Context: an optimization exercise on an open-source flow, tuned for small area, a short achievable clock period and few clock cycles. The choices shown serve that exercise and are no tape-out recipe.
Only simulation tests tie the RTL to the original design; equivalence was not proved.

Setup of north:
==> flow/design.v (excerpt) <==
module srv_lead_loop (
    input  wire               clk,
    input  wire               rst,         
    input  wire               start,
    input  wire               clear,
    input  wire signed [15:0] sa,
    input  wire signed [15:0] sb,
    input  wire signed [15:0] sc,
    input  wire signed [15:0] sd,
    input  wire        [23:0] gray,
    input  wire        [23:0] tgt_trk,
    input  wire signed [15:0] tgt_ofs,
    input  wire signed [17:0] ml,
    input  wire signed [15:0] ff,
    input  wire signed [15:0] inj,
    input  wire        [17:0] amin,
    input  wire        [3:0]  gs,
    input  wire        [23:0] intlim,
    input  wire signed [15:0] kds,
    output reg         [5:0]  tbl_addr,
    input  wire        [47:0] tbl_rdata,
    output reg                done,
    output reg                fail,
    output wire signed [15:0] pes,
    output wire signed [48:0] pos,
    output reg  signed [24:0] err,
    output reg  signed [24:0] integ,
    output wire signed [15:0] u
);
    localparam S_IDLE = 4'd0, S_AMP = 4'd1, S_DIV = 4'd2, S_E1 = 4'd3,
               S_MEM  = 4'd4, S_LO  = 4'd5, S_HI  = 4'd6, S_INT = 4'd7,
               S_PROD = 4'd8, S_FIN = 4'd9;
    reg [3:0] state;
    reg [2:0] cnt;
    reg       first;                  
    reg [15:0] pes_r;
    reg [23:0] y_r;                   
    reg        m1_r;                  
    reg        b48_r;                 
    reg [15:0] u_r;
    reg [3:0]  bhi_r;                 
    assign pes = pes_r;
    assign u   = u_r;
    assign pos = {b48_r, {8{m1_r}}, y_r, pes_r};
    reg [17:0] rem;                   
    reg [17:0] amp_r;                 
    reg        qz, neg, mism, gz, failr;
    reg [3:0]  gs_r;
    reg [8:0]  ac;                    
    reg [25:0] de_r;                  
    reg [11:0] f_r;                   
    reg [1:0]  nc;                    
    reg        top;
    reg [5:0]  a0_r;
    reg [16:0] g0, g1, g2;
    reg [26:0] acc0, acc1, acc2;
    reg [1:0]  ext0, ext1, ext2;
    wire [23:0] bin;
    srv_g2b #(24) u_g2b (.g(gray), .b(bin));
    wire [16:0] n17, q17;
    wire        nco, qco;
    srv_bkadd #(17) u_n (.a({sa[15], sa}), .b(~{sc[15], sc}), .ci(1'b1), .s(n17), .co(nco));
    srv_bkadd #(17) u_q (.a({sb[15], sb}), .b(~{sd[15], sd}), .ci(1'b1), .s(q17), .co(qco));
    wire        sn = rem[17], sq = amp_r[17];
  ...
For scale: ~5700 cells after synthesis, roughly 360 flip-flops, roughly 46000 um2 of cells after synthesis.
==> flow/config.mk <==
export PLATFORM = sky130hd
export DESIGN_NAME = srv_lead_loop
export DESIGN_NICKNAME = srv_lead_loop
export VERILOG_FILES = /design/flow/design.v
export SDC_FILE = /design/flow/constraint.sdc
export NUM_CORES = 4
export LEC_CHECK = 0
export ABC_AREA = 1
export CAP_MARGIN = 20
export CORE_MARGIN = 2
export CORE_UTILIZATION = 40
export SLEW_MARGIN = 20
==> flow/constraint.sdc <==
create_clock -name core_clock -period 20.0 [get_ports {clk}]
set_input_delay 4.0000 -clock core_clock [delete_from_list [all_inputs] [get_ports {clk}]]
set_output_delay 4.0000 -clock core_clock [all_outputs]
set_load 0.01 [all_outputs]
standard.sh (not shown) runs the stock make flow with config.mk's settings and CLKGATE_MAP_FILE= SYNTH_SCRIPT=/design/flow/synth_recipe.tcl, a recipe that flattens the netlist after the stock synthesis.
==> flow/flow/run.sh <==
#!/bin/bash
set -euo pipefail
export BUFFER_PORTS_ARGS="-buffer_cell sky130_fd_sc_hd__buf_1"
bash standard.sh > standard_flow.log 2>&1
Testbench counts of north, summed over its fixed seeds: cycles 37,708.
diff inputs: north => west
--- a/flow/design.v
+++ b/flow/design.v
@@ -399,57 +399,65 @@
                     state <= S_IDLE;
                 end else begin
                     rem   <= r3;
                     if (cnt == 3'd1) ac <= ac_v;
                     pes_r <= {pes_r[11:0], qa, qb};
                     cnt   <= cnt + 3'd1;
                     if (cnt <= 3'd3) begin
                         acc2 <= {v2s[25], v2s}; ext2 <= v2[3:2];
                     end
                     if (cnt == 3'd4) {bhi_r, u_r} <= {acc2[17:0], ext2};
-                    if (cnt == 3'd4) state <= S_E1;
+                    if (cnt == 3'd4) begin
+                        tbl_addr <= 6'd63;      
+                        state    <= S_E1;
+                    end
                 end
                 S_E1: begin
                     pes_r    <= pes_v;
                     y_r      <= y_v;
                     m1_r     <= gz & tpos;
                     b48_r    <= gz & tpos & ~mism;
                     err      <= e_v;
                     de_r     <= {err[24], err};
                     acc2     <= {{2{e_v[24]}}, e_v};
                     tbl_addr <= a0_v;
                     a0_r     <= a0_v;
                     top      <= top_v;
                     f_r      <= f_v;
                     nc       <= nc_v;
                     {amp_r[5:0], rem} <= intlim;
                     state    <= S_MEM;
                 end
                 S_MEM: begin
                     de_r <= first ? 26'd0 : v2[25:0];
-                    if (!top) tbl_addr <= a0_r + 6'd1;
-                    state <= S_LO;
+                    if (top) begin
+                        g0 <= {t_kp[15], t_kp};
+                        g1 <= {t_ki[15], t_ki};
+                        g2 <= {t_kd[15], t_kd};
+                        acc0 <= 27'd0; acc1 <= 27'd0; acc2 <= 27'd0;
+                        cnt <= 3'd0;
+                        state <= S_PROD;
+                    end else begin
+                        tbl_addr <= a0_r + 6'd1;
+                        state <= S_LO;
+                    end
                 end
                 S_LO: begin
                     tbl_addr <= ftop ? a0_r + 6'd1 : a0_r;
                     g0 <= {t_kp[15], t_kp};
                     g1 <= {t_ki[15], t_ki};
                     g2 <= {t_kd[15], t_kd};
-                    if (top) begin
-                        acc0 <= 27'd0; acc1 <= 27'd0; acc2 <= 27'd0;
-                    end else begin
-                        acc0 <= ~{{7{t_kp[15]}}, t_kp, 4'd0};
-                        acc1 <= ~{{7{t_ki[15]}}, t_ki, 4'd0};
-                        acc2 <= ~{{7{t_kd[15]}}, t_kd, 4'd0};
-                    end
+                    acc0 <= ~{{7{t_kp[15]}}, t_kp, 4'd0};
+                    acc1 <= ~{{7{t_ki[15]}}, t_ki, 4'd0};
+                    acc2 <= ~{{7{t_kd[15]}}, t_kd, 4'd0};
                     cnt <= 3'd0;
-                    state <= top ? S_PROD : S_HI;
+                    state <= S_HI;
                 end
                 S_HI: begin
                     tbl_addr <= ftop ? a0_r + 6'd1 : a0_r;
                     g0 <= v0[20:4];
                     g1 <= v1[20:4];
                     g2 <= v2[20:4];
                     acc0 <= 27'd0; acc1 <= 27'd0; acc2 <= 27'd0;
                     cnt <= 3'd0;
                     state <= S_INT;
                 end
## What came out
- west has completed all stages; timing, DRC and antenna checks passed.
- Max summed instance area of the synthesized netlist across north and west: west
- The run showing the greater final design utilization is west.
- Cmp north and west / mux cell area share after synthesis / lower: west
- [diff] via count, west relative to north: regression
- Summary of west over north: layout inverter count without the clock tree has increased; global-route total usage across every layer has increased; final number of setup-violating endpoints has remained practically unchanged.
- The average wire length per cell after detail routing was comparable across north and west.
Testbench counts of west, summed over its fixed seeds: cycles 36,936.

## what the ideal ports hide
The results above use ideal ports. As a check the final layouts listed here were re-extracted and re-timed, cells and wires unchanged.
Step 1 (the two cells are an assumption about what drives the block):
set clk [get_ports {clk}]
set_driving_cell -lib_cell sky130_fd_sc_hd__clkbuf_16 $clk
set_driving_cell -lib_cell sky130_fd_sc_hd__buf_2 [delete_from_list [all_inputs] $clk]
Step 2 times the ports against the registers' clock, not the clock port: input delays grow and output delays shrink by t, the midpoint of the rising clock arrivals with the driver on.
a / b / c = ideal ports / drivers / drivers and shift; a / b = the first two.
run	t, ns	setup WS [ns]	worst setup path at the end	latest minus earliest clock arrival (ns)	pins driven straight from the clock port
north	0.734	10.141 / 10.141 / 10.141	register to register	0.029 / 0.029	1
west	0.729	9.739 / 9.739 / 9.739	register to register	0.064 / 0.064	1
After both steps setup and hold are still met in every run listed.
